This design comes from an exercise in tuning for small area and a short achievable clock period on the open sky130 flow, not from production work.
RTL that was checked went through simulation tests only; none was proved equivalent to the original.
No functional check of the RTL was part of runs 1 and 2.

==> flow/run.sh <==
#!/bin/bash
# synth_recipe.tcl (not shown) runs the flow's synth.tcl, then flattens the netlist and writes it again
# the make line also repeats each setting of config.mk as NAME=value (left out here)
make -C /OpenROAD-flow-scripts/flow DESIGN_CONFIG=/design/flow/config.mk WORK_HOME=/design/flow/orfs CLKGATE_MAP_FILE= SYNTH_SCRIPT=/design/flow/synth_recipe.tcl finish
==> flow/config.mk <==
export PLATFORM = sky130hd
export DESIGN_NAME = ct_time_core
export DESIGN_NICKNAME = ct_time_core
export VERILOG_FILES = /design/flow/design.v
export SDC_FILE = /design/flow/constraint.sdc
export NUM_CORES = 4
export LEC_CHECK = 0
export CAP_MARGIN = 20
export CORE_MARGIN = 2
export CORE_UTILIZATION = 30
export SLEW_MARGIN = 20
==> flow/constraint.sdc <==
create_clock -name core_clock -period 30.0 [get_ports {clk}]
set_input_delay 6.0000 -clock core_clock [delete_from_list [all_inputs] [get_ports {clk}]]
set_output_delay 6.0000 -clock core_clock [all_outputs]
set_load 0.01 [all_outputs]
==> flow/design.v <==
module ct_time_core (
  input  wire        clk,
  input  wire        rst,
  input  wire        cmd_valid,
  input  wire [2:0]  cmd_op,
  input  wire [95:0] cmd_data,
  output reg         resp_valid,
  output reg  [1:0]  resp_status,
  output wire [47:0] time_sec,
  output wire [29:0] time_ns,
  output wire [31:0] time_frac,
  output wire [63:0] linear_ns,
  output wire [15:0] linear_frac,
  output wire [47:0] rate_adj,
  output wire [47:0] rate_total,
  output wire [47:0] slew_limit,
  output wire [63:0] slew_remain,
  output wire [2:0]  status,
  output wire [3:0]  sticky,
  output wire [3:0]  cmp_armed,
  output wire [3:0]  cmp_fire
);
  localparam [2:0] OP_STICKY_CLR = 3'd0;
  localparam [2:0] OP_LOAD       = 3'd1;
  localparam [2:0] OP_RATE_SET   = 3'd2;
  localparam [2:0] OP_SLEW_LIMIT = 3'd3;
  localparam [2:0] OP_PHASE_ADJ  = 3'd4;
  localparam [2:0] OP_STEP       = 3'd5;
  localparam [2:0] OP_CMP_ARM    = 3'd6;
  localparam [2:0] OP_CMP_DISARM = 3'd7;
  localparam [1:0] ST_OK    = 2'd0;
  localparam [1:0] ST_RANGE = 2'd1;
  localparam [1:0] ST_BUSY  = 2'd2;
  localparam [29:0] NS_PER_SEC = 30'd1000000000;
  localparam [29:0] NS_NEG     = 30'd73741824;              
  localparam [38:0] RMAX       = 39'd56294995342;           
  localparam [34:0] SL_MIN     = 35'd28147;
  localparam [34:0] SL_MAX     = 35'd28147497671;
  localparam [34:0] SL_RESET   = 35'd2814750;
  reg  [47:0] sec_q;
  reg  [29:0] ns_q;
  reg  [51:0] sub_q;       
  reg  [36:0] rate_q;      
  reg  [34:0] slim_q;      
  reg  [82:0] rem_q;       
  reg  [3:0]  sticky_q;
  reg  [3:0]  armed_q;
  reg  [79:0] tgt0_q, tgt1_q, tgt2_q, tgt3_q;
  wire [54:0] sx   = {7'd0, sec_q};
  wire [54:0] sn   = {7'd0, ~sec_q};
  wire [54:0] kconst = 55'd0
                     - ((((55'd1 << 48) - 55'd1)) << 17) - ((((55'd1 << 48) - 55'd1)) << 14)
                     - ((((55'd1 << 48) - 55'd1)) << 9)  - ((((55'd1 << 48) - 55'd1)) << 7)
                     - ((((55'd1 << 48) - 55'd1)) << 5);
  wire [54:0] m_o0 = sx << 21;
  wire [54:0] m_o1 = sn << 17;
  wire [54:0] m_o2 = sn << 14;
  wire [54:0] m_o3 = sx << 12;
  wire [54:0] m_o4 = sn << 9;
  wire [54:0] m_o5 = sn << 7;
  wire [54:0] m_o6 = sn << 5;
  wire [54:0] m_o7 = sx << 2;
  wire [54:0] m_o8 = sx;
  wire [54:0] m_o9 = {34'd0, ns_q[29:9]};
  wire [54:0] m_s0 = ((m_o0) ^ (m_o1) ^ (m_o2));
  wire [55:0] m_c0 = ({(((m_o0) & (m_o1)) | ((m_o0) & (m_o2)) | ((m_o1) & (m_o2))), 1'b0});
  wire [54:0] m_s1 = ((m_o3) ^ (m_o4) ^ (m_o5));
  wire [55:0] m_c1 = ({(((m_o3) & (m_o4)) | ((m_o3) & (m_o5)) | ((m_o4) & (m_o5))), 1'b0});
  wire [54:0] m_s2 = ((m_o6) ^ (m_o7) ^ (m_o8));
  wire [55:0] m_c2 = ({(((m_o6) & (m_o7)) | ((m_o6) & (m_o8)) | ((m_o7) & (m_o8))), 1'b0});
  wire [54:0] m_s3 = ((m_s0) ^ (m_c0[54:0]) ^ (m_s1));
  wire [55:0] m_c3 = ({(((m_s0) & (m_c0[54:0])) | ((m_s0) & (m_s1)) | ((m_c0[54:0]) & (m_s1))), 1'b0});
  wire [54:0] m_s4 = ((m_c1[54:0]) ^ (m_s2) ^ (m_c2[54:0]));
  wire [55:0] m_c4 = ({(((m_c1[54:0]) & (m_s2)) | ((m_c1[54:0]) & (m_c2[54:0])) | ((m_s2) & (m_c2[54:0]))), 1'b0});
  wire [54:0] m_s5 = ((m_s3) ^ (m_c3[54:0]) ^ (m_s4));
  wire [55:0] m_c5 = ({(((m_s3) & (m_c3[54:0])) | ((m_s3) & (m_s4)) | ((m_c3[54:0]) & (m_s4))), 1'b0});
  wire [54:0] m_s6 = ((m_c4[54:0]) ^ (m_o9) ^ (kconst));
  wire [55:0] m_c6 = ({(((m_c4[54:0]) & (m_o9)) | ((m_c4[54:0]) & (kconst)) | ((m_o9) & (kconst))), 1'b0});
  wire [54:0] m_s7 = ((m_s5) ^ (m_c5[54:0]) ^ (m_s6));
  wire [55:0] m_c7 = ({(((m_s5) & (m_c5[54:0])) | ((m_s5) & (m_s6)) | ((m_c5[54:0]) & (m_s6))), 1'b0});
  wire [54:0] m_s8 = ((m_s7) ^ (m_c7[54:0]) ^ (m_c6[54:0]));
  wire [55:0] m_c8 = ({(((m_s7) & (m_c7[54:0])) | ((m_s7) & (m_c6[54:0])) | ((m_c7[54:0]) & (m_c6[54:0]))), 1'b0});
  wire [54:0] lin_hi;
  wire        lin_co;
  ct_add #(55) u_lin (.a(m_s8), .b(m_c8[54:0]), .ci(1'b0), .s(lin_hi), .co(lin_co));
  wire [63:0] lin_ns = {lin_hi, ns_q[8:0]};
  wire [79:0] now80  = {lin_ns, sub_q[51:36]};
  function fire_f;
    input [79:0] now;
    input [79:0] tgt;
    begin
      fire_f = ~(now[79] ^ tgt[79] ^ (now[78:0] < tgt[78:0]));
    end
  endfunction
  wire [3:0] hit;
  assign hit[0] = armed_q[0] & fire_f(now80, tgt0_q);
  assign hit[1] = armed_q[1] & fire_f(now80, tgt1_q);
  assign hit[2] = armed_q[2] & fire_f(now80, tgt2_q);
  assign hit[3] = armed_q[3] & fire_f(now80, tgt3_q);
  wire        rem_zero = ~|rem_q;
  wire        rem_neg  = rem_q[82];
  wire [38:0] rate_x   = {{2{rate_q[36]}}, rate_q};
  wire [38:0] slim_x   = {4'd0, slim_q};
  wire [38:0] rt_raw;
  wire        rt_co;
  ct_add #(39) u_rt (.a(rate_x), .b(rem_zero ? 39'd0 : (rem_neg ? ~slim_x : slim_x)),
                     .ci(rem_neg), .s(rt_raw), .co(rt_co));
  wire cl_hi = ~rt_raw[38] & (rt_raw > RMAX);
  wire cl_lo =  rt_raw[38] & (rt_raw < (39'd0 - RMAX));
  wire slew_clamped = cl_hi | cl_lo;
  wire [38:0] rt = cl_hi ? RMAX : cl_lo ? (39'd0 - RMAX) : rt_raw;
  wire [39:0] sl_a = {1'b0, slim_q, 4'd0};
  wire [39:0] sl_b = {2'b0, slim_q, 3'd0};
  wire [39:0] sl_c = {5'd0, slim_q};
  wire [39:0] sl25_s = ((sl_a) ^ (sl_b) ^ (sl_c));
  wire [40:0] sl25_k = ({(((sl_a) & (sl_b)) | ((sl_a) & (sl_c)) | ((sl_b) & (sl_c))), 1'b0});
  wire [39:0] sl25;
  wire        sl25_co;
  ct_add #(40) u_sl25 (.a(sl25_s), .b(sl25_k[39:0]), .ci(1'b0), .s(sl25), .co(sl25_co));
  wire [39:0] hu   = rem_neg ? {{3{rate_q[36]}}, rate_q} : ~{{3{rate_q[36]}}, rate_q};
  wire [39:0] h_a  = hu << 4;
  wire [39:0] h_b  = hu << 3;
  wire [39:0] h_c  = hu;
  wire [39:0] h_d  = rem_neg ? (40'd25 * RMAX) : (40'd25 * RMAX + 40'd25);
  wire [39:0] h_s0 = ((h_a) ^ (h_b) ^ (h_c));
  wire [40:0] h_k0 = ({(((h_a) & (h_b)) | ((h_a) & (h_c)) | ((h_b) & (h_c))), 1'b0});
  wire [39:0] h_s1 = ((h_s0) ^ (h_k0[39:0]) ^ (h_d));
  wire [40:0] h_k1 = ({(((h_s0) & (h_k0[39:0])) | ((h_s0) & (h_d)) | ((h_k0[39:0]) & (h_d))), 1'b0});
  wire [39:0] head25;
  wire        head25_co;
  ct_add #(40) u_h25 (.a(h_s1), .b(h_k1[39:0]), .ci(1'b0), .s(head25), .co(head25_co));
  wire [39:0] m25 = slew_clamped ? head25 : sl25;
  wire        rem_hi0 = ~|rem_q[82:40];
  wire        rem_hi1 =  &rem_q[82:40];
  wire [39:0] fin_s;
  wire        fin_co;
  ct_add #(40) u_fin (.a(m25), .b(rem_neg ? rem_q[39:0] : ~rem_q[39:0]), .ci(~rem_neg),
                      .s(fin_s), .co(fin_co));
  wire        finish = rem_zero | (fin_co & (rem_neg ? rem_hi1 : rem_hi0));
  wire [82:0] dd;
  wire        dd_co;
  ct_add #(83) u_dd (.a(rem_q), .b(rem_neg ? {43'd0, m25} : ~{43'd0, m25}), .ci(~rem_neg),
                     .s(dd), .co(dd_co));
  wire [40:0] xs       = finish ? rem_q[40:0] : (rem_neg ? (41'd0 - {1'b0, m25}) : {1'b0, m25});
  wire [82:0] rem_slew = finish ? 83'd0 : dd;
  wire [53:0] rx   = {{17{rate_q[36]}}, rate_q};
  wire [53:0] y_o0 = {2'b00, sub_q};
  wire [53:0] y_o1 = rx << 4;
  wire [53:0] y_o2 = rx << 3;
  wire [53:0] y_o3 = rx;
  wire [53:0] y_o4 = 54'd25 << 48;
  wire [53:0] y_s0 = ((y_o0) ^ (y_o1) ^ (y_o2));
  wire [54:0] y_c0 = ({(((y_o0) & (y_o1)) | ((y_o0) & (y_o2)) | ((y_o1) & (y_o2))), 1'b0});
  wire [53:0] y_s1 = ((y_s0) ^ (y_c0[53:0]) ^ (y_o3));
  wire [54:0] y_c1 = ({(((y_s0) & (y_c0[53:0])) | ((y_s0) & (y_o3)) | ((y_c0[53:0]) & (y_o3))), 1'b0});
  wire [53:0] y_s2 = ((y_s1) ^ (y_c1[53:0]) ^ (y_o4));
  wire [54:0] y_c2 = ({(((y_s1) & (y_c1[53:0])) | ((y_s1) & (y_o4)) | ((y_c1[53:0]) & (y_o4))), 1'b0});
  wire [53:0] ybase;                                                
  wire        yb_co;
  ct_add #(54) u_yb (.a(y_s2), .b(y_c2[53:0]), .ci(1'b0), .s(ybase), .co(yb_co));
  wire [53:0] ynorm;                                                
  wire        yn_co;
  ct_add #(54) u_yn (.a(ybase), .b({{13{xs[40]}}, xs}), .ci(1'b0), .s(ynorm), .co(yn_co));
  wire [29:0] ns_p1 = ns_q + 30'd1;
  wire [29:0] ns_p2 = ns_q + 30'd2;
  wire        ns_e1 = (ns_q == NS_PER_SEC - 30'd1);
  wire        ns_e2 = (ns_q == NS_PER_SEC - 30'd2);
  wire [47:0] sec_p1 = sec_q + 48'd1;
  wire        k2n    = ynorm[53];
  wire        wrap_n = ns_e1 | (k2n & ns_e2);
  wire [29:0] ns_n   = k2n ? (ns_e1 ? 30'd1 : ns_e2 ? 30'd0 : ns_p2)
                           : (ns_e1 ? 30'd0 : ns_p1);
  wire [47:0] sec_n  = wrap_n ? sec_p1 : sec_q;
  wire        k2b    = ybase[53];
  wire        wrap_b = ns_e1 | (k2b & ns_e2);
  wire [29:0] ns_b   = k2b ? (ns_e1 ? 30'd1 : ns_e2 ? 30'd0 : ns_p2)
                           : (ns_e1 ? 30'd0 : ns_p1);
  wire [47:0] sec_b  = wrap_b ? sec_p1 : sec_q;
  wire is_load  = cmd_valid && (cmd_op == OP_LOAD);
  wire is_rate  = cmd_valid && (cmd_op == OP_RATE_SET);
  wire is_slim  = cmd_valid && (cmd_op == OP_SLEW_LIMIT);
  wire is_padj  = cmd_valid && (cmd_op == OP_PHASE_ADJ);
  wire is_step  = cmd_valid && (cmd_op == OP_STEP);
  wire is_arm   = cmd_valid && (cmd_op == OP_CMP_ARM);
  wire is_dis   = cmd_valid && (cmd_op == OP_CMP_DISARM);
  wire is_clr   = cmd_valid && (cmd_op == OP_STICKY_CLR);
  wire [29:0] ld_ns   = cmd_data[77:48];
  wire        ld_ok   = (ld_ns < NS_PER_SEC);
  wire        do_load = is_load && ld_ok;
  wire        rs_neg = cmd_data[47];
  wire        rs_hi  = ~rs_neg & (cmd_data[46:0] > RMAX[46:0]);
  wire        rs_lo  =  rs_neg & (cmd_data[46:0] < (47'd0 - RMAX[46:0]));
  wire        rs_hit = rs_hi | rs_lo;
  wire [36:0] rs_cl  = rs_hi ? RMAX[36:0] : rs_lo ? (37'd0 - RMAX[36:0]) : cmd_data[36:0];
  wire [47:0] sl_in = cmd_data[47:0];
  wire        sl_ok = (sl_in >= {13'd0, SL_MIN}) && (sl_in <= {13'd0, SL_MAX});
  wire [84:0] pa_r  = {{2{rem_q[82]}}, rem_q};
  wire [84:0] pa_m  = rem_neg ? {45'd0, m25} : ~{45'd0, m25};
  wire [84:0] pa_c  = {cmd_data[63], cmd_data[63:0], 20'd0};
  wire [84:0] pa_s0 = ((pa_r) ^ (pa_m) ^ (pa_c));
  wire [85:0] pa_k0 = ({(((pa_r) & (pa_m)) | ((pa_r) & (pa_c)) | ((pa_m) & (pa_c))), 1'b0});
  wire [84:0] pa_nf;
  wire        pa_co;
  ct_add #(85) u_pa (.a(pa_s0), .b(pa_k0[84:0]), .ci(~rem_neg), .s(pa_nf), .co(pa_co));
  wire [84:0] pa_sum = finish ? pa_c : pa_nf;
  wire [32:0] pa_top = pa_sum[84:52];
  wire        pa_low0 = ~|pa_sum[51:0];
  wire        pa_ok  = pa_top[32] ? (pa_top >= (33'd0 - 33'd1000000000))
                                  : ((pa_top < 33'd1000000000) | ((pa_top == 33'd1000000000) & pa_low0));
  wire        st_neg  = cmd_data[63];
  wire [31:0] st_sec  = cmd_data[61:30];
  wire [29:0] st_ns   = cmd_data[29:0];
  wire [31:0] st_frac = cmd_data[95:64];
  wire        st_ok   = (st_ns < NS_PER_SEC);
  wire        do_step = is_step && st_ok;
  wire [29:0] ns_room = NS_PER_SEC - ns_b;                          
  wire        st_c    = st_neg ? (st_ns > ns_b) : (st_ns >= ns_room);
  wire [29:0] ns_bf   = ns_b + NS_NEG;                              
  wire [29:0] ns_bb   = ns_b + NS_PER_SEC;                          
  wire [29:0] st_base = st_c ? (st_neg ? ns_bb : ns_bf) : ns_b;
  wire [29:0] st_ns_n;
  wire        st_ns_co;
  ct_add #(30) u_stn (.a(st_base), .b(st_neg ? ~st_ns : st_ns), .ci(st_neg),
                      .s(st_ns_n), .co(st_ns_co));
  wire [47:0] st_sec_n;
  wire        st_sec_co;
  ct_add #(48) u_sts (.a(sec_b), .b(st_neg ? ~{16'd0, st_sec} : {16'd0, st_sec}),
                      .ci(st_neg ^ st_c), .s(st_sec_n), .co(st_sec_co));
  wire [82:0] st_rem = st_neg ? (83'd0 - {31'd0, st_frac, 20'd0}) : {31'd0, st_frac, 20'd0};
  wire [1:0]  cu       = cmd_data[81:80];
  wire [79:0] arm_tgt  = cmd_data[79:0];
  wire        arm_lt   = (arm_tgt[77:0] < now80[77:0]);
  wire        arm_eq   = (arm_tgt[77:0] == now80[77:0]);
  wire [1:0]  arm_hi   = arm_tgt[79:78] - now80[79:78] - {1'b0, arm_lt};
  wire        arm_far  = ~((arm_hi == 2'd0) | ((arm_hi == 2'd3) & ~arm_eq));
  wire        arm_busy = armed_q[cu];
  wire        do_arm   = is_arm && !arm_busy && !arm_far;
  always @(posedge clk) begin
    if (rst) begin
      sec_q       <= 48'd0;
      ns_q        <= 30'd0;
      sub_q       <= 52'd0;
      rate_q      <= 37'd0;
      slim_q      <= SL_RESET;
      rem_q       <= 83'd0;
      sticky_q    <= 4'd0;
      armed_q     <= 4'd0;
      resp_valid  <= 1'b0;
      resp_status <= ST_OK;
    end else begin
      resp_valid  <= cmd_valid;
      resp_status <= ST_OK;
      if (do_load) begin
        sec_q <= cmd_data[47:0];
        ns_q  <= ld_ns;
        sub_q <= 52'd0;
        rem_q <= 83'd0;
      end else if (do_step) begin
        sec_q <= st_sec_n;
        ns_q  <= st_ns_n;
        sub_q <= ybase[51:0];
        rem_q <= st_rem;
      end else begin
        sec_q <= sec_n;
        ns_q  <= ns_n;
        sub_q <= ynorm[51:0];
        if (is_padj && pa_ok)
          rem_q <= pa_sum[82:0];
        else
          rem_q <= rem_slew;
      end
      if (is_clr)
        sticky_q <= sticky_q & ~cmd_data[3:0];
      if (do_step)
        sticky_q[0] <= 1'b1;
      if (is_rate && rs_hit)
        sticky_q[1] <= 1'b1;
      if (slew_clamped && !do_load && !do_step)
        sticky_q[2] <= 1'b1;
      if (is_padj && !pa_ok)
        sticky_q[3] <= 1'b1;
      if (is_rate)
        rate_q <= rs_cl;
      if (is_slim && sl_ok)
        slim_q <= sl_in[34:0];
      armed_q <= armed_q & ~hit;
      if (is_dis)
        armed_q[cmd_data[1:0]] <= 1'b0;
      if (do_arm)
        armed_q[cu] <= 1'b1;
      if ((is_load && !ld_ok) || (is_slim && !sl_ok) || (is_padj && !pa_ok) ||
          (is_step && !st_ok))
        resp_status <= ST_RANGE;
      if (is_arm)
        resp_status <= arm_busy ? ST_BUSY : (arm_far ? ST_RANGE : ST_OK);
    end
  end
  always @(posedge clk) begin
    if (!rst && do_arm && cu == 2'd0) tgt0_q <= arm_tgt;
    if (!rst && do_arm && cu == 2'd1) tgt1_q <= arm_tgt;
    if (!rst && do_arm && cu == 2'd2) tgt2_q <= arm_tgt;
    if (!rst && do_arm && cu == 2'd3) tgt3_q <= arm_tgt;
  end
  wire [62:0] rem_tr;
  wire        rem_tr_co;
  ct_add #(63) u_tr (.a(rem_q[82:20]), .b(63'd0), .ci(rem_neg & (|rem_q[19:0])),
                     .s(rem_tr), .co(rem_tr_co));
  assign time_sec    = sec_q;
  assign time_ns     = ns_q;
  assign time_frac   = sub_q[51:20];
  assign linear_ns   = lin_ns;
  assign linear_frac = sub_q[51:36];
  assign rate_adj    = {{11{rate_q[36]}}, rate_q};
  assign rate_total  = {{9{rt[38]}}, rt};
  assign slew_limit  = {13'd0, slim_q};
  assign slew_remain = {rem_tr[62], rem_tr};
  assign status      = {slew_clamped, (rate_q == RMAX[36:0]) || (rate_q == (37'd0 - RMAX[36:0])), !rem_zero};
  assign sticky      = sticky_q;
  assign cmp_armed   = armed_q;
  assign cmp_fire    = hit;
endmodule
module ct_add #(parameter N = 8) (
  input  wire [N-1:0] a,
  input  wire [N-1:0] b,
  input  wire         ci,
  output wire [N-1:0] s,
  output wire         co
);
  localparam LOG = $clog2(N);
  wire [N-1:0] p  = a ^ b;
  wire [N-1:0] g0 = a & b;
  reg  [N-1:0] G, P;
  integer i, l, d;
  always @* begin
    G = g0;
    P = p;
    G[0] = g0[0] | (p[0] & ci);
    for (l = 0; l < LOG; l = l + 1) begin
      d = 1 << l;
      for (i = 0; i < N; i = i + 1)
        if ((i % (2 * d)) == 2 * d - 1) begin
          G[i] = G[i] | (P[i] & G[i - d]);
          P[i] = P[i] & P[i - d];
        end
    end
    for (l = LOG - 2; l >= 0; l = l - 1) begin
      d = 1 << l;
      for (i = 0; i < N; i = i + 1)
        if (i >= 3 * d - 1 && ((i - (3 * d - 1)) % (2 * d)) == 0) begin
          G[i] = G[i] | (P[i] & G[i - d]);
          P[i] = P[i] & P[i - d];
        end
    end
  end
  assign s  = p ^ {G[N-2:0], ci};
  assign co = G[N-1];
endmodule
==> flow_metrics.tcl, run 1 <==
set metrics [dict create \
    die_height_um 530.9 \
    first_pass_grt_wire_length_um 495100 \
    fin_worst_hold_slack_ps 455.9 \
    hold_vio_cnt_final 0 \
    synth.most_common_cell "sky130_fd_sc_hd__inv_1" \
    fraction_of_post_synthesis_cell_area_in_the_top_cell_type_by_area_pct 18.77 \
    worst-endpoint-required_ps 30600 \
    final_core_utilization_pct 34.81 \
    clk_transition_reported_paths_ps 60 \
    clk_root_buffer_cell "sky130_fd_sc_hd__clkbuf_16" \
    initial_core_util_pct 30.14 \
    fp-row-count 193 \
    ys_top_cells_by_count "sky130_fd_sc_hd__inv_1, sky130_fd_sc_hd__ha_1, sky130_fd_sc_hd__fa_1" \
    drt-initial-drc-count 7061 \
    data_arrival_critical_path_ps 19940 \
    cts_sinks 616 \
    antenna_violating_nets_post_route 0 \
    crit-reg2reg-launch "rem_q[72]" \
    placeable_core_region_um2 276300 \
    synth_top_area_cell "sky130_fd_sc_hd__ha_1" \
    slew_viol_final 0 \
    ys_seq_elements 616 \
    tns_ps 0 \
    nets_final 11850 \
    io_pins 518 \
    critical_path.startpoint_type "flip-flop" \
    path_buf_inv 9 \
    crit_path_top_delay_cell "sky130_fd_sc_hd__nor3_1" \
    max_clock_freq_mhz 51.71 \
    status "timing/DRC/antenna clean" \
    grt_start_max_net_pins 161 \
    layout_min_cycle_time_ps 19340 \
    whs_path_depth 2 \
    grt_setup_unrepaired "false" \
    setup_viol 0 \
    vias 71260 \
    wire_per_inst_um 25.61 \
    drt-vias-per-instance 5.247 \
    first_global_vias 68540 \
    number_of_enable_flip_flop_cells_after_synthesis 320 \
    timing.hold.worst.class "reg -> reg" \
    detailed_place_hpwl_um 277900 \
    gp_congestion 0.9943 \
    postCtsSetupBuffers 0 \
    timing.critical_path.to_type "flip-flop" \
    synth_sequential_area_ratio_pct 18.66 \
    areaGrowthSynthToFinish_pct 15.49 \
    numPortBuffers 504 \
    hold_path_end "rate_q[5]" \
    placedInstanceArea_um2 93290 \
    critical_path.most_common_cell "sky130_fd_sc_hd__a21oi_1" \
    post_cts_resized 0 \
    syn_avg_cell_area_um2 8.964 \
    post_synth_instance_area_um2 83270 \
    timing.critical_path.slowest_cell_delay_ps 810 \
    h-tree-depth 3 \
    floorplan.die_area_um2 281800 \
    cts_max_path_buffers 3 \
    r2r-end "rem_q[41]" \
    drc 0 \
    clk-insertion-delay-late_ps 780 \
    worst_slew_pin_slew_ps 1153 \
    cts_inserted_buffers 83 \
    timing.critical_path.fanout_max 68 \
    critical_path_depth 66 \
    worst-r2r-setup-slack_ps 10660 \
    synthTopCellsByArea "sky130_fd_sc_hd__ha_1, sky130_fd_sc_hd__fa_1, sky130_fd_sc_hd__edfxtp_1, sky130_fd_sc_hd__dfxtp_1, sky130_fd_sc_hd__inv_1" \
    postSynth.topFlopCell "sky130_fd_sc_hd__edfxtp_1" \
    detail_route.wirelength_um 347800 \
    grt_antenna_before_repair 44 \
    final.setup_skew_ps 67.91 \
    fp.dieW_um 530.9 \
    yosysWarningCount 10 \
    netlist_instances 9289 \
    synth_cell_type_count 102 \
    maxCapViolCount 0 \
    final_std_cell_area_no_fill_um2 96170 \
    finalCritPeriodShare_pct 64.46 \
    timing.hold.worst.start "rate_q[5]" \
    tritoncts "done" \
    reg2regPathDepth 66 \
    global_route.usage.total_pct 24.30 \
    postSynth.asyncResetShare_pct 0 \
    cts_hold_buffers 0 \
    drive_gt1_share_pct 5.486 \
    max_slew_margin_pct 22.96 \
    timing.setup.critical_path_class "reg -> reg" \
    critical-path-top-delay-family "compound AO/OA/AOI/OAI gates" \
    globalRoute.totalOverflow 0 \
    detailedRoute.firstPassIterationCount 8 \
]
[stage by stage]
step | std cells | worst slack (ps)
floorplan | 9301 | 12370
global placement | 13400 | 11260
detailed placement | 13400 | 11260
CTS | 13550 | 11180
global route | 13560 | 9397
finish | 13580 | 10660
[logic make-up (layout without fill, tap and decap cells)]
logic type / after synthesis / count (layout) / synth area share [%]
AND/OR/NAND/NOR: 2132 / 2132 / 12.55
adder cells (fa/ha/maj): 1973 / 1973 / 36.17
AO/OA/AOI/OAI: 1901 / 1901 / 15.05
buffers and inverters: 1853 / 2396 / 8.862
XOR/XNOR: 747 / 747 / 7.866
flip-flops: 616 / 616 / 18.66
multiplexers: 66 / 66 / 0.8339
other: 1 / 44 / 0.004503
[tightest hold or removal path, delay by kind of cell (launching register included)]
| kind | cells | cell delay, ps |
|---|---|---|
| simple gates | 1 | 50 |
| compound gates | 1 | 50 |
| flops | 1 | 300 |
[cell type report]
cell class | instances | area [um2]
antenna | 31 | 77.57
clock buffer | 99 | 2207
clock inverter | 53 | 588.1
fill | 28590 | 180100
inverter | 1477 | 5547
multi-input combinational | 6832 | 60530
sequential | 616 | 15540
tap | 3705 | 4636
timing repair buffer | 767 | 7047
[worst max path at each step]
stage	startpoint	endpoint	slack (ps)
2_1_floorplan	rem_q[82]	sec_q[0]	12370
3_3_place_gp	rem_q[72]	rem_q[41]	11260
3_5_place_dp	rem_q[72]	sec_q[47]	11260
4_1_cts	rem_q[73]	sec_q[47]	11180
5_1_grt	rem_q[72]	rem_q[39]	9400
6_report	rem_q[72]	rem_q[41]	10660
[registers in the layout, indices dropped and copies added (netlist names)]
signal / flops
rem_q: 83
tgt0_q: 80
tgt1_q: 80
tgt2_q: 80
tgt3_q: 80
sub_q: 52
sec_q: 48
rate_q: 37
slim_q: 35
ns_q: 30
armed_q: 4
sticky_q: 4
resp_status: 2
resp_valid: 1
[routing by layer]
layer | track usage (%) | vias up | part of all wire (%) | wire [um]
met4 | 14.82 | 22 | 7.0 | 24220
met3 | 5.582 | 717 | 9.1 | 31720
li1 | - | 32780 | - | -
met1 | 32.06 | 34550 | 42 | 145600
met2 | 35.86 | 3190 | 42 | 146100
met5 | 0 | - | 0.036 | 126
[placed cells by master, fill, tap and decap left out, types with 25 or more instances in the layout]
cell | Yosys | routed
sky130_fd_sc_hd__a211oi_1 | 134 | 134
sky130_fd_sc_hd__a211oi_2 | 42 | 41
sky130_fd_sc_hd__a21o_1 | 291 | 291
sky130_fd_sc_hd__a21oi_1 | 555 | 555
sky130_fd_sc_hd__a221oi_1 | 32 | 32
sky130_fd_sc_hd__a22oi_1 | 26 | 26
sky130_fd_sc_hd__a31oi_1 | 50 | 50
sky130_fd_sc_hd__and2_1 | 32 | 32
sky130_fd_sc_hd__and3_1 | 71 | 70
sky130_fd_sc_hd__buf_4 | 97 | 261
sky130_fd_sc_hd__clkbuf_16 | 0 | 83
sky130_fd_sc_hd__clkdlybuf4s50_1 | 0 | 502
sky130_fd_sc_hd__dfxtp_1 | 296 | 294
sky130_fd_sc_hd__diode_2 | 0 | 31
sky130_fd_sc_hd__edfxtp_1 | 320 | 320
sky130_fd_sc_hd__fa_1 | 724 | 724
sky130_fd_sc_hd__ha_1 | 1249 | 1249
sky130_fd_sc_hd__inv_1 | 1473 | 1472
sky130_fd_sc_hd__mux2i_1 | 52 | 52
sky130_fd_sc_hd__nand2_1 | 546 | 545
sky130_fd_sc_hd__nand2b_1 | 112 | 112
sky130_fd_sc_hd__nand3_1 | 146 | 145
sky130_fd_sc_hd__nand4_1 | 203 | 203
sky130_fd_sc_hd__nor2_1 | 563 | 557
sky130_fd_sc_hd__nor2b_1 | 98 | 98
sky130_fd_sc_hd__nor3_1 | 124 | 120
sky130_fd_sc_hd__nor4_1 | 86 | 84
sky130_fd_sc_hd__o211ai_1 | 42 | 42
sky130_fd_sc_hd__o21a_1 | 79 | 79
sky130_fd_sc_hd__o21ai_0 | 336 | 336
sky130_fd_sc_hd__o21bai_1 | 43 | 43
sky130_fd_sc_hd__o311ai_0 | 26 | 25
sky130_fd_sc_hd__o31ai_1 | 47 | 47
sky130_fd_sc_hd__or2_2 | 27 | 27
sky130_fd_sc_hd__or3_1 | 35 | 33
sky130_fd_sc_hd__xnor2_1 | 401 | 399
sky130_fd_sc_hd__xor2_1 | 345 | 345
==> run 2: changes to the inputs <==
--- a/flow/config.mk
+++ b/flow/config.mk
@@ -9,3 +9,4 @@
 export CORE_MARGIN = 2
-export CORE_UTILIZATION = 30
+export CORE_UTILIZATION = 55
+export PLACE_DENSITY = 0.7
 export SLEW_MARGIN = 20
==> run 2 against run 1 <==
Net effect: still clean; maximum frequency fell by 1.3%; setup slack worse by 260 ps; synthesized cell count did not move; first-iteration DRC count rose by 30%; global-route usage is 20 points higher; non-clock buffer count is 27 lower; cell count fell by 13%; critical path depth shrank 34; sequential cell count did not move.
==> flow_metrics.tcl, run 2 <==
set metrics [dict create \
    status "timing/DRC/antenna clean" \
    fp.dieW_um 393.1 \
    timing.critical_path.to_type "primary output" \
    tritoncts "done" \
    path_buf_inv 6 \
    detailedRoute.firstPassIterationCount 9 \
    ys_seq_elements 616 \
    gp_congestion 1.077 \
    die_height_um 393.1 \
    synth_sequential_area_ratio_pct 18.66 \
    setup_viol 0 \
    critical_path.most_common_cell "sky130_fd_sc_hd__fa_1" \
    synthTopCellsByArea "sky130_fd_sc_hd__ha_1, sky130_fd_sc_hd__fa_1, sky130_fd_sc_hd__edfxtp_1, sky130_fd_sc_hd__dfxtp_1, sky130_fd_sc_hd__inv_1" \
    timing.setup.critical_path_class "reg -> out" \
    reg2regPathDepth 65 \
    largest_register "rem_q" \
    final_critical_path_setup_slack_ps 10400 \
    worst-endpoint-required_ps 24000 \
    hold_path_end "rate_q[5]" \
    crit_path_top_delay_cell "sky130_fd_sc_hd__o211ai_1" \
    cts_max_path_buffers 3 \
    grt_start_max_net_pins 112 \
    yosysWarningCount 10 \
    final_core_utilization_pct 62.45 \
    timing.critical_path.slowest_cell_delay_ps 960 \
    post_synth_instance_area_um2 83270 \
    worst-r2r-setup-slack_ps 10590 \
    whs_path_depth 2 \
    worst_slew_pin_slew_ps 1233 \
    placedInstanceArea_um2 90990 \
    cts_inserted_buffers 80 \
    drive_gt1_share_pct 5.135 \
    grt_antenna_before_repair 36 \
    hold_vio_cnt_final 0 \
    clk_root_buffer_cell "sky130_fd_sc_hd__clkbuf_16" \
    r2r-end "rem_q[44]" \
    detailed_place_hpwl_um 267800 \
    drt-initial-drc-count 9188 \
    cts_hold_buffers 0 \
    maxCapViolCount 0 \
    fraction_of_post_synthesis_cell_area_in_the_top_cell_type_by_area_pct 18.77 \
    crit-reg2reg-launch "rem_q[40]" \
    data_arrival_critical_path_ps 13600 \
    final_std_cell_area_no_fill_um2 93760 \
    nets_final 11820 \
    postSynth.topFlopCell "sky130_fd_sc_hd__edfxtp_1" \
    fin_worst_hold_slack_ps 503.6 \
    timing.critical_path.fanout_max 13 \
    first_global_vias 72350 \
    numPortBuffers 504 \
    postCtsSetupBuffers 0 \
    syn_avg_cell_area_um2 8.964 \
    critical-path-top-delay-family "adder cells" \
    mostFrequentLayoutCell "sky130_fd_sc_hd__inv_1" \
    synth_top_area_cell "sky130_fd_sc_hd__ha_1" \
    areaGrowthSynthToFinish_pct 12.60 \
    io_pins 518 \
    final.setup_skew_ps 74.75 \
    tns_ps 0 \
    drt-vias-per-instance 6.283 \
    critical_path.startpoint_type "flip-flop" \
    slew_viol_final 0 \
    grt_setup_unrepaired "false" \
    clk-insertion-delay-late_ps 760 \
    globalRoute.totalOverflow 0 \
    max_ffs_per_register 83 \
    h-tree-depth 3 \
    dp.cells 11680 \
    netlist_instances 9289 \
    cts_sinks 616 \
    synth.most_common_cell "sky130_fd_sc_hd__inv_1" \
    placeable_core_region_um2 150100 \
    postSynth.asyncResetShare_pct 0 \
    fp-row-count 142 \
    wire_per_inst_um 28.75 \
    number_of_enable_flip_flop_cells_after_synthesis 320 \
    dp_slack_ps 11380 \
    most_used_cells_in_the_layout_excluding_fill_and_tap_cells "sky130_fd_sc_hd__inv_1, sky130_fd_sc_hd__ha_1, sky130_fd_sc_hd__fa_1" \
    drc 0 \
    synth_cell_type_count 102 \
    floorplan.die_area_um2 154500 \
    initial_core_util_pct 55.47 \
    timing.hold.worst.class "reg -> reg" \
    ys_top_cells_by_count "sky130_fd_sc_hd__inv_1, sky130_fd_sc_hd__ha_1, sky130_fd_sc_hd__fa_1" \
    layout_min_cycle_time_ps 19600 \
    timing.hold.worst.start "rate_q[5]" \
    post_cts_resized 0 \
    detail_route.wirelength_um 340800 \
    antenna_violating_nets_post_route 0 \
    finalCritPeriodShare_pct 65.33 \
    global_route.usage.total_pct 43.93 \
    max_slew_margin_pct 15.71 \
    fin_cells 11860 \
    num-fill-cells 12890 \
    first_pass_grt_wire_length_um 491400 \
    max_clock_freq_mhz 51.03 \
    clk_transition_reported_paths_ps 60 \
    vias 74500 \
]
[run 2: cell counts after synthesis]
Identical to the previous run, type by type.
[run 2: worst max-delay path by stage]
stage | startpoint | endpoint | cells past startpoint
after detailed placement | rem_q[82] | rem_q[48] | 65
after CTS | sec_q[10] | cmp_fire[2] | 32
after global routing | rem_q[69] | rem_q[42] | 65
after global placement | rem_q[82] | rem_q[44] | 66
final | sec_q[10] | cmp_fire[2] | 32
after floorplan | rem_q[82] | sec_q[0] | 70
[run 2: worst reg2reg max path, delay by kind of cell (launching register included)]
| family | cells | cell delay [ps] |
|---|---|---|
| flops | 1 | 510 |
| compound gates | 31 | 8090 |
| xor+xnor | 1 | 250 |
| buf+inv | 8 | 2580 |
| fa+ha+maj | 5 | 2040 |
| simple gates | 20 | 5870 |
[run 2: cell families after synthesis]
kind of cell	count (synthesis)	synth area share [%]
buffers and inverters	1853	8.862
other	1	0.004503
and+or+nand+nor	2132	12.55
xor gates and xnor gates	747	7.866
adders and majority gates	1973	36.17
AOI/OAI and AO/OA	1901	15.05
DFF	616	18.66
muxes	66	0.8339
[run 2: cell type report]
type                            instances  area (um2)  area share (%)
Multi-Input combinational cell       6832       60530           64.56
Sequential cell                       616       15540           16.57
Timing Repair Buffer                  740        6857           7.313
Inverter                             1477        5545           5.914
Tap cell                             2016        2522           2.690
Clock buffer                          115        2265           2.415
Clock inverter                         35       441.7          0.4711
Antenna cell                           25       62.56         0.06672
[run 2: metal layers]
layer  track usage (%)  wire length (um)  up-vias  part of all wire, %
met5                 0               114        -                0.033
met4             27.00             24210       18                  7.1
met3             13.27             44780      972                   13
met2             62.59            139200     4524                   41
met1             58.22            132500    36330                   39
li1                  -                 -    32650                    -
==> run 3: changes to the inputs <==
--- a/flow/design.v
+++ b/flow/design.v
@@ -190,4 +190,4 @@
   wire        rs_neg = cmd_data[47];
-  wire        rs_hi  = ~rs_neg & (cmd_data[46:0] > RMAX[46:0]);
-  wire        rs_lo  =  rs_neg & (cmd_data[46:0] < (47'd0 - RMAX[46:0]));
+  wire        rs_hi  = ~rs_neg & (cmd_data[46:0] > 47'd56294995342);
+  wire        rs_lo  =  rs_neg & (cmd_data[46:0] < (47'd0 - 47'd56294995342));
   wire        rs_hit = rs_hi | rs_lo;
@@ -328,3 +328,3 @@
 );
-  localparam LOG = $clog2(N);
+  localparam LOG = (N > 64) ? 7 : (N > 32) ? 6 : (N > 16) ? 5 : (N > 8) ? 4 : (N > 4) ? 3 : (N > 2) ? 2 : 1;
   wire [N-1:0] p  = a ^ b;
--- a/flow/config.mk
+++ b/flow/config.mk
@@ -9,4 +9,3 @@
 export CORE_MARGIN = 2
-export CORE_UTILIZATION = 55
-export PLACE_DENSITY = 0.7
+export CORE_UTILIZATION = 30
 export SLEW_MARGIN = 20
==> run 3 against run 2 <==
Net effect: critical path depth up 34; register-to-register slack got worse by 1500 ps; core utilization fell by 28 points.
==> flow_metrics.tcl, run 3 <==
set metrics [dict create \
    grt_start_max_net_pins 107 \
    global_route.usage.total_pct 24.19 \
    layout_min_cycle_time_ps 20870 \
    detail_route.wirelength_um 350000 \
    hold_vio_cnt_final 0 \
    crit_path_top_delay_cell "sky130_fd_sc_hd__and3_1" \
    post_cts_resized 0 \
    multi_input_area_um2 61090 \
    first_pass_grt_wire_length_um 502400 \
    antenna_violating_nets_post_route 0 \
    max_slew_margin_pct 15.78 \
    syn_avg_cell_area_um2 8.954 \
    timing.critical_path.to_type "flip-flop" \
    fp.dieW_um 532.5 \
    postSynth.topFlopCell "sky130_fd_sc_hd__edfxtp_1" \
    worst-endpoint-required_ps 30740 \
    areaGrowthSynthToFinish_pct 15.19 \
    yosysWarningCount 10 \
    gp_congestion 0.9952 \
    most_used_cells_in_the_layout_excluding_fill_and_tap_cells "sky130_fd_sc_hd__inv_1, sky130_fd_sc_hd__ha_1, sky130_fd_sc_hd__fa_1" \
    clk-insertion-delay-late_ps 830 \
    vias 72990 \
    floorplan.die_area_um2 283500 \
    grt_setup_unrepaired "false" \
    timing.critical_path.slowest_cell_delay_ps 980 \
    synthTopCellsByArea "sky130_fd_sc_hd__ha_1, sky130_fd_sc_hd__fa_1, sky130_fd_sc_hd__edfxtp_1, sky130_fd_sc_hd__dfxtp_1, sky130_fd_sc_hd__inv_1" \
    critical_path.most_common_cell "sky130_fd_sc_hd__a21oi_1" \
    netlist_instances 9357 \
    synth_sequential_area_ratio_pct 18.54 \
    clk_transition_reported_paths_ps 60 \
    placeable_core_region_um2 278700 \
    clk_root_buffer_cell "sky130_fd_sc_hd__clkbuf_16" \
    timing.setup.critical_path_class "reg -> reg" \
    setup_viol 0 \
    grt_antenna_before_repair 23 \
    ys_seq_elements 616 \
    post_synth_instance_area_um2 83780 \
    data_arrival_critical_path_ps 21610 \
    nets_final 11880 \
    largest_register "rem_q" \
    slew_viol_final 0 \
    max_ffs_per_register 83 \
    cts_hold_buffers 0 \
    numPortBuffers 504 \
    cts_max_path_buffers 3 \
    postSynth.asyncResetShare_pct 0 \
    postCtsSetupBuffers 0 \
    final_core_utilization_pct 34.63 \
    drc 0 \
    tns_ps 0 \
    synth.most_common_cell "sky130_fd_sc_hd__inv_1" \
    detailed_place_hpwl_um 280100 \
    critical-path-top-delay-family "compound AO/OA/AOI/OAI gates" \
    register_area_um2 15540 \
    drt-initial-drc-count 7763 \
    num-fill-cells 28940 \
    synth_cell_type_count 111 \
    timing.hold.worst.class "reg -> reg" \
    first_global_vias 70820 \
    h-tree-depth 3 \
    critical_path.startpoint_type "flip-flop" \
    number_of_enable_flip_flop_cells_after_synthesis 320 \
    tritoncts "done" \
    fp-row-count 194 \
    timing.critical_path.fanout_max 92 \
    cts_inserted_buffers 85 \
    initial_core_util_pct 30.07 \
    final.setup_skew_ps 90.17 \
    worst_slew_pin_slew_ps 1231 \
    globalRoute.totalOverflow 0 \
    synth_top_area_cell "sky130_fd_sc_hd__ha_1" \
    path_buf_inv 9 \
    status "timing/DRC/antenna clean" \
    mostFrequentLayoutCell "sky130_fd_sc_hd__inv_1" \
    detailedRoute.firstPassIterationCount 9 \
    die_height_um 532.5 \
    max_clock_freq_mhz 47.93 \
    fraction_of_post_synthesis_cell_area_in_the_top_cell_type_by_area_pct 18.65 \
    wire_per_inst_um 25.70 \
    finalCritPeriodShare_pct 69.55 \
    drt-vias-per-instance 5.361 \
    maxCapViolCount 0 \
    drive_gt1_share_pct 4.859 \
    cts_sinks 616 \
    io_pins 518 \
    ys_top_cells_by_count "sky130_fd_sc_hd__inv_1, sky130_fd_sc_hd__ha_1, sky130_fd_sc_hd__fa_1" \
]
[run 3: cell types whose count changed in the layout (fill, tap and decap cells not counted), sizes merged, moves of 11 or more]
cell    delta
a21o      +88
inv       -33
nand2b    -33
and3      -26
nor3      +23
a211oi    +21
o211ai    +16
or3       +15
a31oi     -13
a21oi     -11
[run 3: final cells by class]
type,count,share of cell area [%]
multi-input cells,6919,63.30
flip-flops and latches,616,16.10
repair buffers,742,7.094
inverters,1443,5.615
diodes,15,0.03889
clock buffers,113,2.375
clock inverters,45,0.6443
well taps,3724,4.828
[run 3: final timing paths]
path                                   from  cells after the start  slack [ps]          end
worst max-delay path              rem_q[48]                     66        9130    rem_q[32]
worst min-delay path            sticky_q[0]                      2         460  sticky_q[0]
worst max register to register    rem_q[48]                     66        9130    rem_q[32]
worst min register to register  sticky_q[0]                      2         460  sticky_q[0]
[run 3: per-stage QoR]
step	worst slack, ps	hold WS, ps	area (um2)	cells
2_1_floorplan	13140	480.5	83830	9369
3_3_place_gp	10210	443.7	93560	13440
3_5_place_dp	9890	450.8	93560	13440
4_1_cts	9772	458.5	96470	13600
5_1_grt	8154	494.6	96480	13600
6_report	9134	455.2	96510	13620
[run 3: routing by layer]
metal | wire length [um] | track usage [%] | vias up | part of all wire [%]
li1 | - | - | 33080 | -
met1 | 144200 | 31.78 | 35730 | 41
met2 | 148200 | 36.38 | 3401 | 42
met3 | 36910 | 6.581 | 774 | 11
met4 | 20580 | 11.98 | 14 | 5.9
met5 | 82 | 0 | - | 0.023
[run 3: worst register-to-register path: cells and delay by family, from the launching register on]
kind,cells,cell delay [ps]
mux,1,530
buf+inv,9,3370
compound gates,31,7280
simple gates,18,6800
fa+ha+maj,6,2320
flops,1,360
xor+xnor,1,130
[run 3: logic make-up (layout without fill, tap and decap cells)]
logic type | after synthesis | count (layout) | synth area share [%]
AND/OR/NAND/NOR | 2102 | 2102 | 12.22
other | 1 | 28 | 0.004476
multiplexers | 67 | 67 | 0.8781
adder cells (fa/ha/maj) | 1973 | 1973 | 35.95
XOR/XNOR | 739 | 739 | 7.752
buffers and inverters | 1834 | 2343 | 8.742
flip-flops | 616 | 616 | 18.54
AO/OA/AOI/OAI | 2025 | 2025 | 15.91
==> run 4: changes to the inputs <==
--- a/flow/design.v
+++ b/flow/design.v
@@ -43,2 +43,3 @@
   reg  [36:0] rate_q;      
+  reg  [41:0] r25_q;       
   reg  [34:0] slim_q;      
@@ -46,2 +47,4 @@
   reg  [3:0]  sticky_q;
+  reg         clq_p;       
+  reg         clq_n;       
   reg  [3:0]  armed_q;
@@ -87,7 +90,35 @@
   wire [79:0] now80  = {lin_ns, sub_q[51:36]};
+  wire [24:0] now_lo = {ns_q[8:0], sub_q[51:36]};
   function fire_f;
-    input [79:0] now;
+    input [54:0] hs;
+    input [54:0] hc;
+    input [24:0] lo;
     input [79:0] tgt;
+    reg   [54:0] t, fs, fc, p, g;
+    reg   [63:0] gg, pp;
+    reg          cin, c;
+    integer      i, w;
     begin
-      fire_f = ~(now[79] ^ tgt[79] ^ (now[78:0] < tgt[78:0]));
+      cin = (lo >= tgt[24:0]);
+      t   = ~tgt[79:25];
+      fs  = hs ^ hc ^ t;
+      fc  = {((hs[53:0] & hc[53:0]) | (hs[53:0] & t[53:0]) | (hc[53:0] & t[53:0])), 1'b0};
+      p = fs ^ fc;
+      g = fs & fc;
+      gg = 64'd0;
+      pp = {64{1'b1}};
+      gg[0] = cin;
+      pp[0] = 1'b0;
+      for (i = 0; i < 54; i = i + 1) begin
+        gg[i + 1] = g[i];
+        pp[i + 1] = p[i];
+      end
+      for (w = 32; w >= 1; w = w / 2)
+        for (i = 0; i < 32; i = i + 1)
+          if (i < w) begin
+            gg[i] = gg[2 * i + 1] | (pp[2 * i + 1] & gg[2 * i]);
+            pp[i] = pp[2 * i + 1] & pp[2 * i];
+          end
+      c = gg[0];
+      fire_f = ~(p[54] ^ c);
     end
@@ -95,6 +126,6 @@
   wire [3:0] hit;
-  assign hit[0] = armed_q[0] & fire_f(now80, tgt0_q);
-  assign hit[1] = armed_q[1] & fire_f(now80, tgt1_q);
-  assign hit[2] = armed_q[2] & fire_f(now80, tgt2_q);
-  assign hit[3] = armed_q[3] & fire_f(now80, tgt3_q);
+  assign hit[0] = armed_q[0] & fire_f(m_s8, m_c8[54:0], now_lo, tgt0_q);
+  assign hit[1] = armed_q[1] & fire_f(m_s8, m_c8[54:0], now_lo, tgt1_q);
+  assign hit[2] = armed_q[2] & fire_f(m_s8, m_c8[54:0], now_lo, tgt2_q);
+  assign hit[3] = armed_q[3] & fire_f(m_s8, m_c8[54:0], now_lo, tgt3_q);
   wire        rem_zero = ~|rem_q;
@@ -105,8 +136,8 @@
   wire        rt_co;
-  ct_add #(39) u_rt (.a(rate_x), .b(rem_zero ? 39'd0 : (rem_neg ? ~slim_x : slim_x)),
+  ct_add #(39) u_rt (.a(rate_x), .b(rem_neg ? ~slim_x : slim_x),
                      .ci(rem_neg), .s(rt_raw), .co(rt_co));
-  wire cl_hi = ~rt_raw[38] & (rt_raw > RMAX);
-  wire cl_lo =  rt_raw[38] & (rt_raw < (39'd0 - RMAX));
-  wire slew_clamped = cl_hi | cl_lo;
-  wire [38:0] rt = cl_hi ? RMAX : cl_lo ? (39'd0 - RMAX) : rt_raw;
+  wire cl_hi = ~rem_neg & clq_p;
+  wire cl_lo =  rem_neg & clq_n;
+  wire slew_clamped = (rem_neg ? clq_n : clq_p) & ~rem_zero;
+  wire [38:0] rt = rem_zero ? rate_x : cl_hi ? RMAX : cl_lo ? (39'd0 - RMAX) : rt_raw;
   wire [39:0] sl_a = {1'b0, slim_q, 4'd0};
@@ -119,15 +150,10 @@
   ct_add #(40) u_sl25 (.a(sl25_s), .b(sl25_k[39:0]), .ci(1'b0), .s(sl25), .co(sl25_co));
-  wire [39:0] hu   = rem_neg ? {{3{rate_q[36]}}, rate_q} : ~{{3{rate_q[36]}}, rate_q};
-  wire [39:0] h_a  = hu << 4;
-  wire [39:0] h_b  = hu << 3;
-  wire [39:0] h_c  = hu;
-  wire [39:0] h_d  = rem_neg ? (40'd25 * RMAX) : (40'd25 * RMAX + 40'd25);
-  wire [39:0] h_s0 = ((h_a) ^ (h_b) ^ (h_c));
-  wire [40:0] h_k0 = ({(((h_a) & (h_b)) | ((h_a) & (h_c)) | ((h_b) & (h_c))), 1'b0});
-  wire [39:0] h_s1 = ((h_s0) ^ (h_k0[39:0]) ^ (h_d));
-  wire [40:0] h_k1 = ({(((h_s0) & (h_k0[39:0])) | ((h_s0) & (h_d)) | ((h_k0[39:0]) & (h_d))), 1'b0});
-  wire [39:0] head25;
-  wire        head25_co;
-  ct_add #(40) u_h25 (.a(h_s1), .b(h_k1[39:0]), .ci(1'b0), .s(head25), .co(head25_co));
-  wire [39:0] m25 = slew_clamped ? head25 : sl25;
+  localparam [39:0] RMAX25 = 40'd25 * RMAX;                      
+  wire [39:0] h25p;
+  wire        h25p_co;
+  ct_add #(40) u_h25p (.a(RMAX25), .b(~r25_q[39:0]), .ci(1'b1), .s(h25p), .co(h25p_co));
+  wire [39:0] h25n;
+  wire        h25n_co;
+  ct_add #(40) u_h25n (.a(RMAX25), .b(r25_q[39:0]), .ci(1'b0), .s(h25n), .co(h25n_co));
+  wire [39:0] m25 = rem_neg ? (clq_n ? h25n : sl25) : (clq_p ? h25p : sl25);
   wire        rem_hi0 = ~|rem_q[82:40];
@@ -143,22 +169,13 @@
                      .s(dd), .co(dd_co));
-  wire [40:0] xs       = finish ? rem_q[40:0] : (rem_neg ? (41'd0 - {1'b0, m25}) : {1'b0, m25});
   wire [82:0] rem_slew = finish ? 83'd0 : dd;
-  wire [53:0] rx   = {{17{rate_q[36]}}, rate_q};
-  wire [53:0] y_o0 = {2'b00, sub_q};
-  wire [53:0] y_o1 = rx << 4;
-  wire [53:0] y_o2 = rx << 3;
-  wire [53:0] y_o3 = rx;
-  wire [53:0] y_o4 = 54'd25 << 48;
-  wire [53:0] y_s0 = ((y_o0) ^ (y_o1) ^ (y_o2));
-  wire [54:0] y_c0 = ({(((y_o0) & (y_o1)) | ((y_o0) & (y_o2)) | ((y_o1) & (y_o2))), 1'b0});
-  wire [53:0] y_s1 = ((y_s0) ^ (y_c0[53:0]) ^ (y_o3));
-  wire [54:0] y_c1 = ({(((y_s0) & (y_c0[53:0])) | ((y_s0) & (y_o3)) | ((y_c0[53:0]) & (y_o3))), 1'b0});
-  wire [53:0] y_s2 = ((y_s1) ^ (y_c1[53:0]) ^ (y_o4));
-  wire [54:0] y_c2 = ({(((y_s1) & (y_c1[53:0])) | ((y_s1) & (y_o4)) | ((y_c1[53:0]) & (y_o4))), 1'b0});
+  wire [53:0] inc_rate = {r25_q[41] ? 12'd1599 : 12'd1600, r25_q};
   wire [53:0] ybase;                                                
   wire        yb_co;
-  ct_add #(54) u_yb (.a(y_s2), .b(y_c2[53:0]), .ci(1'b0), .s(ybase), .co(yb_co));
-  wire [53:0] ynorm;                                                
-  wire        yn_co;
-  ct_add #(54) u_yn (.a(ybase), .b({{13{xs[40]}}, xs}), .ci(1'b0), .s(ynorm), .co(yn_co));
+  ct_add #(54) u_yb (.a({2'b00, sub_q}), .b(inc_rate), .ci(1'b0), .s(ybase), .co(yb_co));
+  wire [53:0] ynf, ynn;
+  wire        ynf_co, ynn_co;
+  ct_add #(54) u_ynf (.a(ybase), .b({{13{rem_q[40]}}, rem_q[40:0]}), .ci(1'b0), .s(ynf), .co(ynf_co));
+  ct_add #(54) u_ynn (.a(ybase), .b(rem_neg ? ~{14'd0, m25} : {14'd0, m25}), .ci(rem_neg),
+                      .s(ynn), .co(ynn_co));
+  wire [53:0] ynorm = finish ? ynf : ynn;
   wire [29:0] ns_p1 = ns_q + 30'd1;
@@ -194,4 +211,13 @@
   wire [36:0] rs_cl  = rs_hi ? RMAX[36:0] : rs_lo ? (37'd0 - RMAX[36:0]) : cmd_data[36:0];
+  wire [41:0] rs_x   = {{5{cmd_data[36]}}, cmd_data[36:0]};
+  wire [41:0] rs_s0  = ((rs_x << 4) ^ (rs_x << 3) ^ (rs_x));
+  wire [42:0] rs_k0  = ({(((rs_x << 4) & (rs_x << 3)) | ((rs_x << 4) & (rs_x)) | ((rs_x << 3) & (rs_x))), 1'b0});
+  wire [41:0] rs25_v;
+  wire        rs25_co;
+  ct_add #(42) u_rs25 (.a(rs_s0), .b(rs_k0[41:0]), .ci(1'b0), .s(rs25_v), .co(rs25_co));
+  wire [41:0] rs25   = rs_hi ? (42'd25 * 42'd56294995342) : rs_lo ? (42'd0 - 42'd25 * 42'd56294995342) : rs25_v;
   wire [47:0] sl_in = cmd_data[47:0];
   wire        sl_ok = (sl_in >= {13'd0, SL_MIN}) && (sl_in <= {13'd0, SL_MAX});
+  wire [36:0] rate_d = is_rate ? rs_cl : rate_q;
+  wire [34:0] slim_d = (is_slim && sl_ok) ? sl_in[34:0] : slim_q;
   wire [84:0] pa_r  = {{2{rem_q[82]}}, rem_q};
@@ -219,11 +245,12 @@
   wire [29:0] ns_bb   = ns_b + NS_PER_SEC;                          
-  wire [29:0] st_base = st_c ? (st_neg ? ns_bb : ns_bf) : ns_b;
-  wire [29:0] st_ns_n;
-  wire        st_ns_co;
-  ct_add #(30) u_stn (.a(st_base), .b(st_neg ? ~st_ns : st_ns), .ci(st_neg),
-                      .s(st_ns_n), .co(st_ns_co));
-  wire [47:0] st_sec_n;
-  wire        st_sec_co;
-  ct_add #(48) u_sts (.a(sec_b), .b(st_neg ? ~{16'd0, st_sec} : {16'd0, st_sec}),
-                      .ci(st_neg ^ st_c), .s(st_sec_n), .co(st_sec_co));
+  wire [29:0] st_nsx  = st_neg ? ~st_ns : st_ns;
+  wire [29:0] st_t0, st_t1;
+  wire        st_t0_co, st_t1_co;
+  ct_add #(30) u_stn0 (.a(ns_b), .b(st_nsx), .ci(st_neg), .s(st_t0), .co(st_t0_co));
+  ct_add #(30) u_stn1 (.a(st_neg ? ns_bb : ns_bf), .b(st_nsx), .ci(st_neg), .s(st_t1), .co(st_t1_co));
+  wire [29:0] st_ns_n = st_c ? st_t1 : st_t0;
+  wire [47:0] st_s0, st_s1;
+  ct_add2 #(48) u_sts (.a(sec_b), .b(st_neg ? ~{16'd0, st_sec} : {16'd0, st_sec}),
+                       .s0(st_s0), .s1(st_s1));
+  wire [47:0] st_sec_n = (st_neg ^ st_c) ? st_s1 : st_s0;
   wire [82:0] st_rem = st_neg ? (83'd0 - {31'd0, st_frac, 20'd0}) : {31'd0, st_frac, 20'd0};
@@ -237,2 +264,15 @@
   wire        do_arm   = is_arm && !arm_busy && !arm_far;
+  wire [39:0] rate_nx = {{3{rate_d[36]}}, rate_d};
+  wire [39:0] slim_nx = {5'd0, slim_d};
+  wire [39:0] kp_c    = 40'd0 - {1'b0, RMAX} - 40'd1;
+  wire [39:0] kp_s0   = ((slim_nx) ^ (rate_nx) ^ (kp_c));
+  wire [40:0] kp_k0   = ({(((slim_nx) & (rate_nx)) | ((slim_nx) & (kp_c)) | ((rate_nx) & (kp_c))), 1'b0});
+  wire [39:0] kp_sum;
+  wire        kp_co;
+  ct_add #(40) u_kp (.a(kp_s0), .b(kp_k0[39:0]), .ci(1'b0), .s(kp_sum), .co(kp_co));
+  wire [39:0] kn_s0   = ((slim_nx) ^ (~rate_nx) ^ (kp_c));
+  wire [40:0] kn_k0   = ({(((slim_nx) & (~rate_nx)) | ((slim_nx) & (kp_c)) | ((~rate_nx) & (kp_c))), 1'b0});
+  wire [39:0] kn_sum;
+  wire        kn_co;
+  ct_add #(40) u_kn (.a(kn_s0), .b(kn_k0[39:0]), .ci(1'b1), .s(kn_sum), .co(kn_co));
   always @(posedge clk) begin
@@ -243,2 +283,3 @@
       rate_q      <= 37'd0;
+      r25_q       <= 42'd0;
       slim_q      <= SL_RESET;
@@ -246,2 +287,4 @@
       sticky_q    <= 4'd0;
+      clq_p       <= 1'b0;
+      clq_n       <= 1'b0;
       armed_q     <= 4'd0;
@@ -281,4 +324,8 @@
         sticky_q[3] <= 1'b1;
-      if (is_rate)
+      if (is_rate) begin
         rate_q <= rs_cl;
+        r25_q  <= rs25;
+      end
+      clq_p <= ~kp_sum[39];
+      clq_n <= ~kn_sum[39];
       if (is_slim && sl_ok)
@@ -357 +404,35 @@
 endmodule
+module ct_add2 #(parameter N = 8) (
+  input  wire [N-1:0] a,
+  input  wire [N-1:0] b,
+  output wire [N-1:0] s0,
+  output wire [N-1:0] s1
+);
+  localparam LOG = (N > 64) ? 7 : (N > 32) ? 6 : (N > 16) ? 5 : (N > 8) ? 4 : (N > 4) ? 3 : (N > 2) ? 2 : 1;
+  wire [N-1:0] p  = a ^ b;
+  wire [N-1:0] g0 = a & b;
+  reg  [N-1:0] G, P;
+  integer i, l, d;
+  always @* begin
+    G = g0;
+    P = p;
+    for (l = 0; l < LOG; l = l + 1) begin
+      d = 1 << l;
+      for (i = 0; i < N; i = i + 1)
+        if ((i % (2 * d)) == 2 * d - 1) begin
+          G[i] = G[i] | (P[i] & G[i - d]);
+          P[i] = P[i] & P[i - d];
+        end
+    end
+    for (l = LOG - 2; l >= 0; l = l - 1) begin
+      d = 1 << l;
+      for (i = 0; i < N; i = i + 1)
+        if (i >= 3 * d - 1 && ((i - (3 * d - 1)) % (2 * d)) == 0) begin
+          G[i] = G[i] | (P[i] & G[i - d]);
+          P[i] = P[i] & P[i - d];
+        end
+    end
+  end
+  assign s0 = p ^ {G[N-2:0], 1'b0};
+  assign s1 = p ^ {G[N-2:0] | P[N-2:0], 1'b1};
+endmodule
==> run 4 against run 3 <==
Net effect: register-to-register slack better by 6000 ps; first-iteration DRC count up 15%; hold slack better by 27 ps; non-clock buffer count up 15; design area up 12%; setup slack better by 5400 ps; clock-buffer cell count down 1; critical path type is now reg -> out; largest cell class unchanged.
==> flow_metrics.tcl, run 4 <==
set metrics [dict create \
    layout_min_cycle_time_ps 15520 \
    critical_path.startpoint_type "flip-flop" \
    crit-reg2reg-launch "slim_q[1]" \
    areaGrowthSynthToFinish_pct 14.43 \
    io_pins 518 \
    globalRoute.totalOverflow 0 \
    met3_usage_pct 7.086 \
    clk_transition_reported_paths_ps 60 \
    cts_sinks 660 \
    critical-path-top-delay-family "adder cells" \
    die_height_um 564.2 \
    crit_path_top_delay_cell "sky130_fd_sc_hd__nor4_1" \
    netlist_instances 10480 \
    max_ffs_per_register 83 \
    status "timing/DRC/antenna clean" \
    h-tree-depth 3 \
    hold_vio_cnt_final 0 \
    reg2regPathDepth 53 \
    whs_path_depth 2 \
    post_synth_instance_area_um2 94160 \
    timing.hold.worst.class "reg -> reg" \
    fin_worst_hold_slack_ps 481.9 \
    number_of_enable_flip_flop_cells_after_synthesis 320 \
    fp-row-count 205 \
    synthTopCellsByArea "sky130_fd_sc_hd__ha_1, sky130_fd_sc_hd__fa_1, sky130_fd_sc_hd__edfxtp_1, sky130_fd_sc_hd__dfxtp_1, sky130_fd_sc_hd__inv_1" \
    synth_sequential_area_ratio_pct 17.43 \
    detailed_place_hpwl_um 332300 \
    numPortBuffers 504 \
    postSynth.asyncResetShare_pct 0 \
    max_clock_freq_mhz 64.45 \
    num-fill-cells 32310 \
    mostFrequentLayoutCell "sky130_fd_sc_hd__inv_1" \
    busiest_layer "met2" \
    wire_per_inst_um 27.18 \
    clk_root_buffer_cell "sky130_fd_sc_hd__clkbuf_16" \
    post_cts_resized 0 \
    postSynth.topFlopCell "sky130_fd_sc_hd__dfxtp_1" \
    fraction_of_post_synthesis_cell_area_in_the_top_cell_type_by_area_pct 20.05 \
    ys_top_cells_by_count "sky130_fd_sc_hd__inv_1, sky130_fd_sc_hd__ha_1, sky130_fd_sc_hd__fa_1" \
    cts_hold_buffers 0 \
    grt_start_max_net_pins 136 \
    drive_gt1_share_pct 4.873 \
    cts_max_path_buffers 3 \
    synth_cell_type_count 101 \
    r2r-end "rem_q[21]" \
    gp_congestion 1.010 \
    detail_route.wirelength_um 413000 \
    placeable_core_region_um2 312200 \
    dp.cells 15020 \
    cts_inserted_buffers 88 \
    timing.setup.critical_path_class "reg -> out" \
    tritoncts "done" \
    nets_final 13450 \
    synth.most_common_cell "sky130_fd_sc_hd__inv_1" \
    drc 0 \
    first_pass_grt_wire_length_um 585300 \
    antenna_violating_nets_post_route 0 \
    most_used_cells_in_the_layout_excluding_fill_and_tap_cells "sky130_fd_sc_hd__inv_1, sky130_fd_sc_hd__ha_1, sky130_fd_sc_hd__fa_1" \
    largest_register "rem_q" \
    worst_slew_pin_slew_ps 1263 \
    timing.critical_path.slowest_cell_delay_ps 790 \
    path_buf_inv 7 \
    tns_ps 0 \
    use_met2_pct 39.20 \
    groute.layer.met1.usage_pct 31.99 \
    grt_antenna_before_repair 44 \
    drt-vias-per-instance 5.412 \
    fp.dieW_um 564.2 \
    first_global_vias 80600 \
    floorplan.die_area_um2 318400 \
    timing.critical_path.to_type "primary output" \
]
[run 4: changes by cell type after synthesis, moves of 50 or more]
cell / delta
sky130_fd_sc_hd__ha_1: +260
sky130_fd_sc_hd__inv_1: +218
sky130_fd_sc_hd__a21oi_1: +117
sky130_fd_sc_hd__a211oi_1: -67
sky130_fd_sc_hd__nor2b_1: +50
sky130_fd_sc_hd__nand2_1: +62
sky130_fd_sc_hd__o21ai_0: +111
sky130_fd_sc_hd__fa_1: +144
sky130_fd_sc_hd__a21o_1: -53
sky130_fd_sc_hd__o211ai_1: +51
[run 4: kinds of logic (layout without fill, tap and decap cells)]
| kind of cell | Yosys count | count (layout) | synth area share (%) |
|---|---|---|---|
| other | 1 | 26 | 0.003983 |
| adders and majority gates | 2377 | 2377 | 38.51 |
| AOI/OAI and AO/OA | 2332 | 2332 | 16.07 |
| DFF | 660 | 660 | 17.43 |
| xor gates and xnor gates | 714 | 714 | 6.641 |
| buffers and inverters | 2027 | 2575 | 8.490 |
| muxes | 98 | 98 | 1.099 |
| and+or+nand+nor | 2271 | 2271 | 11.76 |
[run 4: how the worst max path moves through the flow]
| stage | from | endpoint | slack [ps] | cells after the start |
|---|---|---|---|---|
| after floorplan | cmd_data[0] | tgt0_q[0] | 14240 | 24 |
| after global placement | sec_q[11] | tgt3_q[3] | 14610 | 42 |
| after detailed placement | cmd_data[0] | rem_q[22] | 14930 | 33 |
| after CTS | sec_q[14] | cmp_fire[0] | 14570 | 28 |
| after global routing | sec_q[14] | cmp_fire[0] | 14100 | 28 |
| final | sec_q[14] | cmp_fire[0] | 14480 | 28 |
[run 4: final cells by class]
class	instances	area, um2	area share, %
Antenna cell	13	32.53	0.03019
Multi-Input combinational cell	7805	70000	64.97
Timing Repair Buffer	757	6924	6.427
Clock buffer	112	2384	2.212
Tap cell	4140	5180	4.808
Sequential cell	660	16420	15.24
Clock inverter	48	571.8	0.5307
Inverter	1658	6226	5.779
[run 4: per-layer routing]
layer	part of all wire (%)	wire length, um	up-vias
li1	-	-	36930
met1	39	162600	40300
met2	43	177800	4022
met3	11	43600	951
met4	7.0	28750	26
met5	0.040	165	-
[run 4: tightest hold or removal path, stage by stage (launching register included)]
cell and delay, ps:
sky130_fd_sc_hd__dfxtp_1 320, sky130_fd_sc_hd__nand2_1 60, sky130_fd_sc_hd__a21oi_1 50
[run 4: metrics by stage]
stage                     cell area, um2  util, %  worst slack (ps)
after global routing              107700    34.51             14100
final                             107700    34.52             14480
after floorplan                    94210        -             14240
after CTS                         107700    34.49             14570
after detailed placement          104700    33.55             14930
after global placement            104700    33.55             14610

==> what the ideal ports hide <==
In the flow no input, the clock included, has a driving cell. The finished layouts below were timed again as built, in two steps.
Step 1 (the two cells are an assumption about what drives the block):
set clk [get_ports {clk}]
set_driving_cell -lib_cell sky130_fd_sc_hd__clkbuf_16 $clk
set_driving_cell -lib_cell sky130_fd_sc_hd__buf_2 [delete_from_list [all_inputs] $clk]
Step 2 adds t to the input delays and takes it off the output delays; t is the mean of the earliest and latest rising clock arrival at the registers after step 1. Input paths then give back, and output paths get back, about the clock's delay inside the block.
Slacks: no drivers / after step 1 / after step 2; pairs: no drivers / after step 1.
| run | t (ns) | slack for setup (ns) | worst setup path after step 2 | latest minus earliest clock arrival (ns) | pins driven straight from the clock port |
|---|---|---|---|---|---|
| run 1 | 0.836 | 10.663 / 10.663 / 10.663 | register to register | 0.068 / 0.068 | 1 |
| run 2 | 0.810 | 10.402 / 10.310 / 10.590 | register to register | 0.075 / 0.075 | 1 |
| run 3 | 0.875 | 9.134 / 9.134 / 9.134 | register to register | 0.090 / 0.090 | 1 |
| run 4 | 0.873 | 14.485 / 14.385 / 14.762 | input to register | 0.054 / 0.053 | 1 |
After both steps setup and hold are still met in every run listed.
